Background: an optimization exercise with open tools, aiming at small area and a short achievable clock period. Do not read the settings as production practice. Function was checked by simulation only, so behaviour that the tests miss may differ from the original.

==> 07-04 <==
==> flow/design.v <==
module dc_blocker (
    input  wire               clk,
    input  wire               rst,        
    input  wire               in_valid,
    input  wire signed [39:0] x,
    input  wire               track,
    input  wire               load,
    input  wire        [2:0]  corner,
    output reg                out_valid,
    output reg  signed [39:0] y,
    output wire signed [71:0] base
);
    reg        busy;
    reg  [7:0] ph;           
    reg  [39:0] x_r;
    reg        load_r;       
    reg        neg4;         
    reg        b_zero, s_zero;
    reg        wsh;          
    reg  [2:0] wcount;
    wire last = ph[7];
    wire acc  = in_valid & ~rst & (~busy | last);
    wire spec = ~busy | last;                  
    reg  [77:0] bph;
    reg  [51:0] sph;
    reg  [39:0] win0, win1, win2, win3, win4, win5, win6;
    assign base = bph[77:6];
    reg  [9:0] r_nz, r_two, r_neg;
    wire [8:0] sel_in;       
    assign sel_in[7] = load;
    assign sel_in[8] = ~load & (~track | (corner == 3'd7));
    genvar gc;
    generate
        for (gc = 0; gc < 7; gc = gc + 1) begin : g_sel
            assign sel_in[gc] = ~load & track & (corner == gc);
        end
    endgenerate
    wire [9:0] c_nz, c_two, c_neg;
    assign c_nz[0]  = sel_in[0] | sel_in[2] | sel_in[3] | sel_in[4] | sel_in[6];
    assign c_two[0] = sel_in[0] | sel_in[2];
    assign c_neg[0] = sel_in[0] | sel_in[2] | sel_in[5] | sel_in[7] | sel_in[8];
    assign c_nz[1]  = sel_in[0] | sel_in[1] | sel_in[3] | sel_in[4] | sel_in[5] | sel_in[6];
    assign c_two[1] = sel_in[0] | sel_in[4] | sel_in[5];
    assign c_neg[1] = sel_in[0] | sel_in[1] | sel_in[3] | sel_in[4] | sel_in[6];
    assign c_nz[2]  = sel_in[1] | sel_in[2] | sel_in[3];
    assign c_two[2] = sel_in[3];
    assign c_neg[2] = sel_in[1];
    assign c_nz[3]  = sel_in[2] | sel_in[3] | sel_in[4];
    assign c_two[3] = sel_in[3];
    assign c_neg[3] = sel_in[2] | sel_in[3];
    assign c_nz[4]  = sel_in[0] | sel_in[2] | sel_in[4] | sel_in[5];
    assign c_two[4] = sel_in[0] | sel_in[2] | sel_in[5];
    assign c_neg[4] = sel_in[0] | sel_in[2] | sel_in[4];
    assign c_nz[5]  = sel_in[0] | sel_in[1] | sel_in[3] | sel_in[4] | sel_in[5] | sel_in[6];
    assign c_two[5] = sel_in[0] | sel_in[4] | sel_in[5];
    assign c_neg[5] = sel_in[0] | sel_in[1] | sel_in[3] | sel_in[4];
    assign c_nz[6]  = sel_in[0] | sel_in[1] | sel_in[2] | sel_in[3] | sel_in[6];
    assign c_two[6] = sel_in[0] | sel_in[3];
    assign c_neg[6] = sel_in[1] | sel_in[2] | sel_in[3];
    assign c_nz[7]  = sel_in[1] | sel_in[2] | sel_in[4] | sel_in[5] | sel_in[6];
    assign c_two[7] = sel_in[2] | sel_in[6];
    assign c_neg[7] = sel_in[4];
    assign c_nz[8]  = sel_in[3] | sel_in[4] | sel_in[7];
    assign c_two[8] = sel_in[4];
    assign c_neg[8] = 1'b0;
    assign c_nz[9]  = sel_in[5] | sel_in[6];
    assign c_two[9] = sel_in[6];
    assign c_neg[9] = 1'b0;
    wire [3:0] xs = load_r ? ph[5:2] : ph[4:1];
    wire [12:0] xf7 = ({13{xs[0]}} & {x_r[6:0], 6'd0}) |
                      ({13{xs[1]}} & x_r[19:7]) |
                      ({13{xs[2]}} & x_r[32:20]) |
                      ({13{xs[3]}} & {{6{x_r[39]}}, x_r[39:33]});
    wire [3:0] ws = xs & {4{wcount == 3'd7}};
    wire [12:0] w6f = ({13{ws[0]}} & {win6[6:0], 6'd0}) |
                      ({13{ws[1]}} & win6[19:7]) |
                      ({13{ws[2]}} & win6[32:20]) |
                      ({13{ws[3]}} & {{6{win6[39]}}, win6[39:33]});
    wire [12:0] s_rd = s_zero ? 13'd0 : sph[12:0];
    reg  [12:0] b_dr;
    always @* begin
        if (~busy)
            b_dr = bph[18:6];
        else if (ph[0] | ph[7])
            b_dr = bph[31:19];
        else if (ph[1])
            b_dr = bph[44:32];
        else if (ph[2])
            b_dr = bph[57:45];
        else if (ph[3])
            b_dr = bph[70:58];
        else
            b_dr = {{6{bph[77]}}, bph[77:71]};
        if (b_zero && !last) b_dr = 13'd0;
    end
    wire [12:0] b_rd = b_zero ? 13'd0 :
                       ph[7] ? bph[77:65] :
                       ph[2] ? bph[12:0] : bph[25:13];
    reg  [12:0] h0, h1, h2;           
    reg         dcy;
    reg  [13:0] dsum;
    always @* begin
        dsum = 14'd0;
        if (spec)
            dsum = {1'b0, ~b_dr} + 14'd1;
        else if (~load_r) begin
            if (~ph[5] & ~ph[6])
                dsum = {1'b0, xf7} + {1'b0, ~b_dr} + {13'd0, dcy};
            else
                dsum = {1'b0, {13{h0[12]}}};
        end else begin
            if (|ph[5:2])
                dsum = {1'b0, xf7} + {1'b0, s_rd} + {13'd0, dcy};
            else if (ph[6])
                dsum = {1'b0, {13{h0[12]}}};
        end
    end
    always @(posedge clk) begin
        h0  <= dsum[12:0];
        dcy <= (load_r & (ph[0] | ph[1])) ? 1'b0 : dsum[13];
        h1  <= (spec | (load_r & ph[0])) ? 13'd0 : h0;
        h2  <= spec ? 13'd0 : h1;
    end
    wire [38:0] hist = {h0, h1, h2};
    wire [12:0] rr [0:9];
    genvar gi;
    generate
        for (gi = 0; gi < 10; gi = gi + 1) begin : g_row
            wire [12:0] one = hist[26 - 2*gi + 12 : 26 - 2*gi];
            wire [12:0] two = hist[25 - 2*gi + 12 : 25 - 2*gi];
            assign rr[gi] = ({13{r_nz[gi]}} & (r_two[gi] ? two : one)) ^ {13{r_neg[gi]}};
        end
    endgenerate
    wire [12:0] brow = (ph[0] | ph[1]) ? 13'd0 :
                       ph[2] ? {b_rd[12:6] & {7{~load_r}}, 1'b1, 5'd0} :
                       load_r ? 13'd0 : b_rd;
    function [33:0] csa;              
        input [16:0] a, b, c;
        reg   [16:0] m;
        begin
            m   = (a & b) | (a & c) | (b & c);
            csa = {m[15:0], 1'b0, a ^ b ^ c};
        end
    endfunction
    wire [16:0] e0 = {4'd0, rr[0]}, e1 = {4'd0, rr[1]}, e2 = {4'd0, rr[2]},
                e3 = {4'd0, rr[3]}, e4 = {4'd0, rr[4]}, e5 = {4'd0, rr[5]},
                e6 = {4'd0, rr[6]}, e7 = {4'd0, rr[7]}, e8 = {4'd0, rr[8]},
                e9 = {4'd0, rr[9]}, eb = {4'd0, brow};
    wire [33:0] l1a = csa(e0, e1, e2);
    wire [33:0] l1b = csa(e3, e4, e5);
    wire [33:0] l1c = csa(e6, e7, e8);
    wire [33:0] l2a = csa(l1a[16:0], l1a[33:17], l1b[16:0]);
    wire [33:0] l2b = csa(l1b[33:17], l1c[16:0], l1c[33:17]);
    wire [33:0] l3a = csa(l2a[16:0], l2a[33:17], l2b[16:0]);
    wire [33:0] l3b = csa(l2b[33:17], e9, eb);
    wire [33:0] l4  = csa(l3a[16:0], l3a[33:17], l3b[16:0]);
    wire [33:0] l5  = csa(l4[16:0], l4[33:17], l3b[33:17]);
    reg  [16:0] sv, cv;
    always @(posedge clk) begin
        sv  <= l5[16:0];
        cv  <= l5[33:17];
    end
    wire        b0  = b_zero ? 1'b0 : bph[6];
    reg  [3:0]  cr;
    wire [3:0]  cin = ph[1] ? ((neg4 ? 4'd4 : 4'd1) - {3'd0, b0}) : cr;
    wire [12:0] a7m  = (load_r ? hist[22:10] : b_rd) - {9'd0, k7};
    wire [25:0] rsum = {ph[7] ? a7m : 13'd0, 13'd0} + {9'd0, sv} + {9'd0, cv} + {22'd0, cin};
    wire [12:0] dig  = rsum[12:0];
    wire [3:0]  crn  = rsum[16:13];
    wire [12:0] dig7 = rsum[25:13];
    reg         t_z, t_o;
    wire        tie = b0 ? (t_o & (&dig[5:0])) : (t_z & ~(|dig[5:0]));
    wire [12:0] bnew = ph[3] ? {dig[12:7], tie ? b0 : dig[6], dig[5:0]} : dig;
    wire [9:0]  r7 = (r_nz & {10{h0[12]}}) ^ r_neg;
    wire [3:0]  k7n = load_r ? 4'd1 :
                      r7[0] + r7[1] + r7[2] + r7[3] + r7[4] + r7[5] + r7[6] +
                      r7[7] + r7[8] + r7[9];
    reg  [3:0]  k7;
    always @(posedge clk)
        k7 <= k7n;
    always @(posedge clk) begin
        cr <= crn;
        if (ph[1]) begin
            t_z <= ~(|dig);
            t_o <= &dig;
        end else if (ph[2]) begin
            t_z <= t_z & ~(|dig);
            t_o <= t_o & (&dig);
        end
    end
    wire [12:0] a_d = load_r ? hist[22:10] : b_rd;
    reg         sticky;
    wire        up = a_d[11] & (sticky | (|a_d[10:0]) | a_d[12]);
    wire [12:0] xf1 = ({13{ph[4]}} & {x_r[0], 12'd0}) |
                      ({13{ph[5]}} & x_r[13:1]) |
                      ({13{ph[6]}} & x_r[26:14]) |
                      ({13{ph[7]}} & x_r[39:27]);
    reg         ybor;
    wire [13:0] ysub = {x_r[39] & ph[7], xf1} -
                       {a_d[12] & ph[7], ph[4] ? {a_d[12], 12'd0} : a_d} -
                       (ph[4] ? {1'b0, up, 12'd0} : {13'd0, ybor});
    wire        y40 = ysub[13];
    wire        ovf = y40 ^ ysub[12];
    always @(posedge clk) begin
        if (ph[2])
            sticky <= |a_d[12:6];
        else if (ph[3])
            sticky <= sticky | (|a_d);
        ybor <= ysub[13];
        if (last & ovf)
            y <= y40 ? 40'h8000000000 : 40'h7fffffffff;
        else
            y <= {ysub[12:0], y[39:13]};
    end
    wire        sa_act = |xs;
    reg  [1:0]  scy;
    wire [14:0] ssum = s_rd + xf7 + {2'b00, ~w6f} + (xs[0] ? 2'd1 : scy);
    always @(posedge clk) begin
        scy <= ssum[14:13];
        if (sa_act)
            sph <= {ssum[12:0], sph[51:13]};
    end
    always @(posedge clk) begin
        if (spec) begin
            x_r    <= x;
            load_r <= load;
            neg4   <= |sel_in[4:0];
            r_nz   <= c_nz;
            r_two  <= c_two;
            r_neg  <= c_neg;
        end
        wsh <= ph[6];
        if (|ph[7:3])
            bph[64:0] <= {bnew, bph[64:13]};
        if (wsh)
            bph[77:65] <= dig7;
        if (wsh) begin
            win0 <= x_r; win1 <= win0; win2 <= win1; win3 <= win2;
            win4 <= win3; win5 <= win4; win6 <= win5;
        end
        if (rst) begin
            busy      <= 1'b0;
            ph        <= 8'd0;
            out_valid <= 1'b0;
            b_zero    <= 1'b1;
            s_zero    <= 1'b1;
            wcount    <= 3'd0;
        end else begin
            out_valid <= last;
            ph <= {ph[6:0], acc};
            if (acc)
                busy <= 1'b1;
            else if (last)
                busy <= 1'b0;
            if (last) begin
                b_zero <= 1'b0;
                if (wcount != 3'd7) wcount <= wcount + 3'd1;
            end
            if (xs[3])
                s_zero <= 1'b0;
        end
    end
endmodule
==> flow/flow/run.sh <==
#!/bin/bash
set -e
export BUFFER_PORTS_ARGS="-buffer_cell sky130_fd_sc_hd__buf_2"
bash standard.sh > standard.log 2>&1
==> flow/standard.sh <==
#!/bin/bash
# synth_recipe.tcl (not shown) runs the flow's synth.tcl, then flattens the netlist and writes it again
# the make line also repeats each setting of config.mk as NAME=value (left out here)
make -C /OpenROAD-flow-scripts/flow DESIGN_CONFIG=/design/flow/config.mk WORK_HOME=/design/flow/orfs CLKGATE_MAP_FILE= SYNTH_SCRIPT=/design/flow/synth_recipe.tcl "${@:-finish}"
==> flow/config.mk <==
export PLATFORM = sky130hd
export DESIGN_NAME = dc_blocker
export DESIGN_NICKNAME = dc_blocker
export VERILOG_FILES = /design/flow/design.v
export SDC_FILE = /design/flow/constraint.sdc
export NUM_CORES = 4
export LEC_CHECK = 0
export CAP_MARGIN = 20
export CORE_MARGIN = 2
export CORE_UTILIZATION = 65
export SLEW_MARGIN = 20
==> flow/constraint.sdc <==
create_clock -name core_clock -period 20.0 [get_ports {clk}]
set_input_delay 4.0000 -clock core_clock [delete_from_list [all_inputs] [get_ports {clk}]]
set_output_delay 4.0000 -clock core_clock [all_outputs]
set_load 0.01 [all_outputs]
==> inputs of 08-03, as changes to 07-04 <==
--- a/flow/design.v
+++ b/flow/design.v
@@ -26,5 +26,6 @@
     reg  [39:0] win0, win1, win2, win3, win4, win5, win6;
     assign base = bph[77:6];
-    reg  [9:0] r_nz, r_two, r_neg;
+    reg  [7:0] r_sa, r_sb, r_neg;
+    reg  [3:0] r_p8;
     wire [8:0] sel_in;       
     assign sel_in[7] = load;
@@ -67,4 +68,5 @@
     assign c_two[9] = sel_in[6];
     assign c_neg[9] = 1'b0;
+    wire [3:0] c_p8 = {sel_in[6], sel_in[5], sel_in[4], sel_in[3] | sel_in[7]};
     wire [3:0] xs = load_r ? ph[5:2] : ph[4:1];
     wire [12:0] xf7 = ({13{xs[0]}} & {x_r[6:0], 6'd0}) |
@@ -123,13 +125,15 @@
     end
     wire [38:0] hist = {h0, h1, h2};
-    wire [12:0] rr [0:9];
+    wire [12:0] rr [0:8];
     genvar gi;
     generate
-        for (gi = 0; gi < 10; gi = gi + 1) begin : g_row
+        for (gi = 0; gi < 8; gi = gi + 1) begin : g_row
             wire [12:0] one = hist[26 - 2*gi + 12 : 26 - 2*gi];
             wire [12:0] two = hist[25 - 2*gi + 12 : 25 - 2*gi];
-            assign rr[gi] = ({13{r_nz[gi]}} & (r_two[gi] ? two : one)) ^ {13{r_neg[gi]}};
+            assign rr[gi] = (({13{r_sa[gi]}} & one) | ({13{r_sb[gi]}} & two)) ^ {13{r_neg[gi]}};
         end
     endgenerate
+    assign rr[8] = ({13{r_p8[0]}} & hist[22:10]) | ({13{r_p8[1]}} & hist[21:9]) |
+                   ({13{r_p8[2]}} & hist[20:8])  | ({13{r_p8[3]}} & hist[19:7]);
     wire [12:0] brow = (ph[0] | ph[1]) ? 13'd0 :
                        ph[2] ? {b_rd[12:6] & {7{~load_r}}, 1'b1, 5'd0} :
@@ -146,5 +150,5 @@
                 e3 = {4'd0, rr[3]}, e4 = {4'd0, rr[4]}, e5 = {4'd0, rr[5]},
                 e6 = {4'd0, rr[6]}, e7 = {4'd0, rr[7]}, e8 = {4'd0, rr[8]},
-                e9 = {4'd0, rr[9]}, eb = {4'd0, brow};
+                eb = {4'd0, brow};
     wire [33:0] l1a = csa(e0, e1, e2);
     wire [33:0] l1b = csa(e3, e4, e5);
@@ -152,8 +156,7 @@
     wire [33:0] l2a = csa(l1a[16:0], l1a[33:17], l1b[16:0]);
     wire [33:0] l2b = csa(l1b[33:17], l1c[16:0], l1c[33:17]);
-    wire [33:0] l3a = csa(l2a[16:0], l2a[33:17], l2b[16:0]);
-    wire [33:0] l3b = csa(l2b[33:17], e9, eb);
-    wire [33:0] l4  = csa(l3a[16:0], l3a[33:17], l3b[16:0]);
-    wire [33:0] l5  = csa(l4[16:0], l4[33:17], l3b[33:17]);
+    wire [33:0] l3  = csa(l2a[16:0], l2a[33:17], l2b[16:0]);
+    wire [33:0] l4  = csa(l3[16:0], l3[33:17], l2b[33:17]);
+    wire [33:0] l5  = csa(l4[16:0], l4[33:17], eb);
     reg  [16:0] sv, cv;
     always @(posedge clk) begin
@@ -172,8 +175,8 @@
     wire        tie = b0 ? (t_o & (&dig[5:0])) : (t_z & ~(|dig[5:0]));
     wire [12:0] bnew = ph[3] ? {dig[12:7], tie ? b0 : dig[6], dig[5:0]} : dig;
-    wire [9:0]  r7 = (r_nz & {10{h0[12]}}) ^ r_neg;
+    wire [8:0]  r7 = {(|r_p8) & h0[12], ((r_sa | r_sb) & {8{h0[12]}}) ^ r_neg};
     wire [3:0]  k7n = load_r ? 4'd1 :
                       r7[0] + r7[1] + r7[2] + r7[3] + r7[4] + r7[5] + r7[6] +
-                      r7[7] + r7[8] + r7[9];
+                      r7[7] + r7[8];
     reg  [3:0]  k7;
     always @(posedge clk)
@@ -226,7 +229,8 @@
             load_r <= load;
             neg4   <= |sel_in[4:0];
-            r_nz   <= c_nz;
-            r_two  <= c_two;
-            r_neg  <= c_neg;
+            r_sa   <= c_nz[7:0] & ~c_two[7:0];
+            r_sb   <= c_nz[7:0] & c_two[7:0];
+            r_neg  <= c_neg[7:0];
+            r_p8   <= c_p8;
         end
         wsh <= ph[6];
==> flow/flow/run.sh (replaced) <==
#!/bin/bash
set -e
export BUFFER_PORTS_ARGS="-buffer_cell sky130_fd_sc_hd__buf_2"
export SETUP_SLACK_MARGIN=14.7
bash standard.sh > standard.log 2>&1
Settings changed: CORE_UTILIZATION 65 to 70, CTS_CLUSTER_DIAMETER from default to 60, CTS_CLUSTER_SIZE from default to 20.
==> inputs of 04-08, as changes to 07-04 <==
--- a/flow/design.v
+++ b/flow/design.v
@@ -26,5 +26,6 @@
     reg  [39:0] win0, win1, win2, win3, win4, win5, win6;
     assign base = bph[77:6];
-    reg  [9:0] r_nz, r_two, r_neg;
+    reg  [7:0] r_sa, r_sb, r_neg;
+    reg  [3:0] r_p8;
     wire [8:0] sel_in;       
     assign sel_in[7] = load;
@@ -67,4 +68,5 @@
     assign c_two[9] = sel_in[6];
     assign c_neg[9] = 1'b0;
+    wire [3:0] c_p8 = {sel_in[6], sel_in[5], sel_in[4], sel_in[3] | sel_in[7]};
     wire [3:0] xs = load_r ? ph[5:2] : ph[4:1];
     wire [12:0] xf7 = ({13{xs[0]}} & {x_r[6:0], 6'd0}) |
@@ -123,13 +125,15 @@
     end
     wire [38:0] hist = {h0, h1, h2};
-    wire [12:0] rr [0:9];
+    wire [12:0] rr [0:8];
     genvar gi;
     generate
-        for (gi = 0; gi < 10; gi = gi + 1) begin : g_row
+        for (gi = 0; gi < 8; gi = gi + 1) begin : g_row
             wire [12:0] one = hist[26 - 2*gi + 12 : 26 - 2*gi];
             wire [12:0] two = hist[25 - 2*gi + 12 : 25 - 2*gi];
-            assign rr[gi] = ({13{r_nz[gi]}} & (r_two[gi] ? two : one)) ^ {13{r_neg[gi]}};
+            assign rr[gi] = (({13{r_sa[gi]}} & one) | ({13{r_sb[gi]}} & two)) ^ {13{r_neg[gi]}};
         end
     endgenerate
+    assign rr[8] = ({13{r_p8[0]}} & hist[22:10]) | ({13{r_p8[1]}} & hist[21:9]) |
+                   ({13{r_p8[2]}} & hist[20:8])  | ({13{r_p8[3]}} & hist[19:7]);
     wire [12:0] brow = (ph[0] | ph[1]) ? 13'd0 :
                        ph[2] ? {b_rd[12:6] & {7{~load_r}}, 1'b1, 5'd0} :
@@ -146,5 +150,5 @@
                 e3 = {4'd0, rr[3]}, e4 = {4'd0, rr[4]}, e5 = {4'd0, rr[5]},
                 e6 = {4'd0, rr[6]}, e7 = {4'd0, rr[7]}, e8 = {4'd0, rr[8]},
-                e9 = {4'd0, rr[9]}, eb = {4'd0, brow};
+                eb = {4'd0, brow};
     wire [33:0] l1a = csa(e0, e1, e2);
     wire [33:0] l1b = csa(e3, e4, e5);
@@ -152,8 +156,7 @@
     wire [33:0] l2a = csa(l1a[16:0], l1a[33:17], l1b[16:0]);
     wire [33:0] l2b = csa(l1b[33:17], l1c[16:0], l1c[33:17]);
-    wire [33:0] l3a = csa(l2a[16:0], l2a[33:17], l2b[16:0]);
-    wire [33:0] l3b = csa(l2b[33:17], e9, eb);
-    wire [33:0] l4  = csa(l3a[16:0], l3a[33:17], l3b[16:0]);
-    wire [33:0] l5  = csa(l4[16:0], l4[33:17], l3b[33:17]);
+    wire [33:0] l3  = csa(l2a[16:0], l2a[33:17], l2b[16:0]);
+    wire [33:0] l4  = csa(l3[16:0], l3[33:17], l2b[33:17]);
+    wire [33:0] l5  = csa(l4[16:0], l4[33:17], eb);
     reg  [16:0] sv, cv;
     always @(posedge clk) begin
@@ -172,8 +175,8 @@
     wire        tie = b0 ? (t_o & (&dig[5:0])) : (t_z & ~(|dig[5:0]));
     wire [12:0] bnew = ph[3] ? {dig[12:7], tie ? b0 : dig[6], dig[5:0]} : dig;
-    wire [9:0]  r7 = (r_nz & {10{h0[12]}}) ^ r_neg;
+    wire [8:0]  r7 = {(|r_p8) & h0[12], ((r_sa | r_sb) & {8{h0[12]}}) ^ r_neg};
     wire [3:0]  k7n = load_r ? 4'd1 :
                       r7[0] + r7[1] + r7[2] + r7[3] + r7[4] + r7[5] + r7[6] +
-                      r7[7] + r7[8] + r7[9];
+                      r7[7] + r7[8];
     reg  [3:0]  k7;
     always @(posedge clk)
@@ -226,7 +229,8 @@
             load_r <= load;
             neg4   <= |sel_in[4:0];
-            r_nz   <= c_nz;
-            r_two  <= c_two;
-            r_neg  <= c_neg;
+            r_sa   <= c_nz[7:0] & ~c_two[7:0];
+            r_sb   <= c_nz[7:0] & c_two[7:0];
+            r_neg  <= c_neg[7:0];
+            r_p8   <= c_p8;
         end
         wsh <= ph[6];
==> flow/flow/run.sh (replaced) <==
#!/bin/bash
set -e
export BUFFER_PORTS_ARGS="-buffer_cell sky130_fd_sc_hd__buf_2"
export SETUP_SLACK_MARGIN=14.7
bash standard.sh > standard.log 2>&1
Settings changed: CTS_CLUSTER_DIAMETER from default to 60, CTS_CLUSTER_SIZE from default to 20.
==> results.toml <==
[critical_path]
worstPathMaxFanout = 3

[outcome]
status = "no timing/DRC/antenna violations"

[place]
pre_cts_ws_ns = 14.60

[synthesis]
syn-num-nets = 2755

[power_and_ir_drop]
p_clk_uw = 860

[clock_tree]
cts_setup_buffers = 5

[die]
die_w_um = 214
rows = 77

[sta]
holdWs_ns = 0.413
the above is filed under 08-03

==> results.toml <==
[power_and_ir_drop]
powerDensity_mw_per_mm2 = 110
p_seq_uw = 1590
p_clk_uw = 896

[cells_and_area]
fin_util = 0.712

[die]
ios = 161
die_w_um = 222
rows = 79
die_h_um = 222

[place]
pre_cts_ws_ns = 14.61
hpwl_um = 55100

[clock_tree]
cts_buffers = 43
cts_setup_buffers = 12

[sta]
holdWs_ns = 0.415

[outcome]
status = "no timing/DRC/antenna violations"

[synthesis]
synthCells = 2456
syn-num-nets = 2755
yosys.area_share.simple = 0.0770

[critical_path]
start_kind = "register"
the above is filed under 04-08

==> results.toml <==
[outcome]
status = "no timing/DRC/antenna violations"

[critical_path]
critPathRequiredTime_ns = 20.39
worstPathMaxFanout = 55

[die]
rows = 81
die_h_um = 226
die_w_um = 226

[detailed_routing]
ant_nets = 0

[power_and_ir_drop]
sw_frac_of_total = 0.314
p_clk_uw = 1150

[place]
pre_cts_ws_ns = 14.68
io_buffers = 160

[clock_tree]
cts_max_level = 2
cts_setup_buffers = 0

[cells_and_area]
regMostFlops = "bph"

[sta]
holdWs_ns = 0.412

[synthesis]
syn-num-nets = 2910
the above is filed under 07-04

[separate check: timing with driven ports]
The flow's constraints put no driver on any port. The routed layouts listed below were extracted and timed again, unchanged, in two steps. Step 1: set_driving_cell puts a clkbuf_16 on clk and a buf_2 on each other input, an assumption about the parent block. Step 2, shift: input delay + t, output delay - t, t = (earliest + latest rising clock arrival at the registers) / 2. This alone moves slack from input paths to output paths. Three values: ideal, step 1, step 2; two values: the first two.
run	shift t [ns]	setup slack, ns	worst setup path after step 2	pins driven straight from the clock port
07-04	0.685	14.548 / 14.548 / 14.548	register to register	1
08-03	0.645	14.711 / 14.649 / 14.692	input to register	1
04-08	0.660	14.712 / 14.646 / 14.676	input to register	1
After both steps setup and hold are still met in every run listed. For 04-08, which loses most, drivers alone change the setup slack by -0.066 ns; drivers and shift together by -0.036 ns.
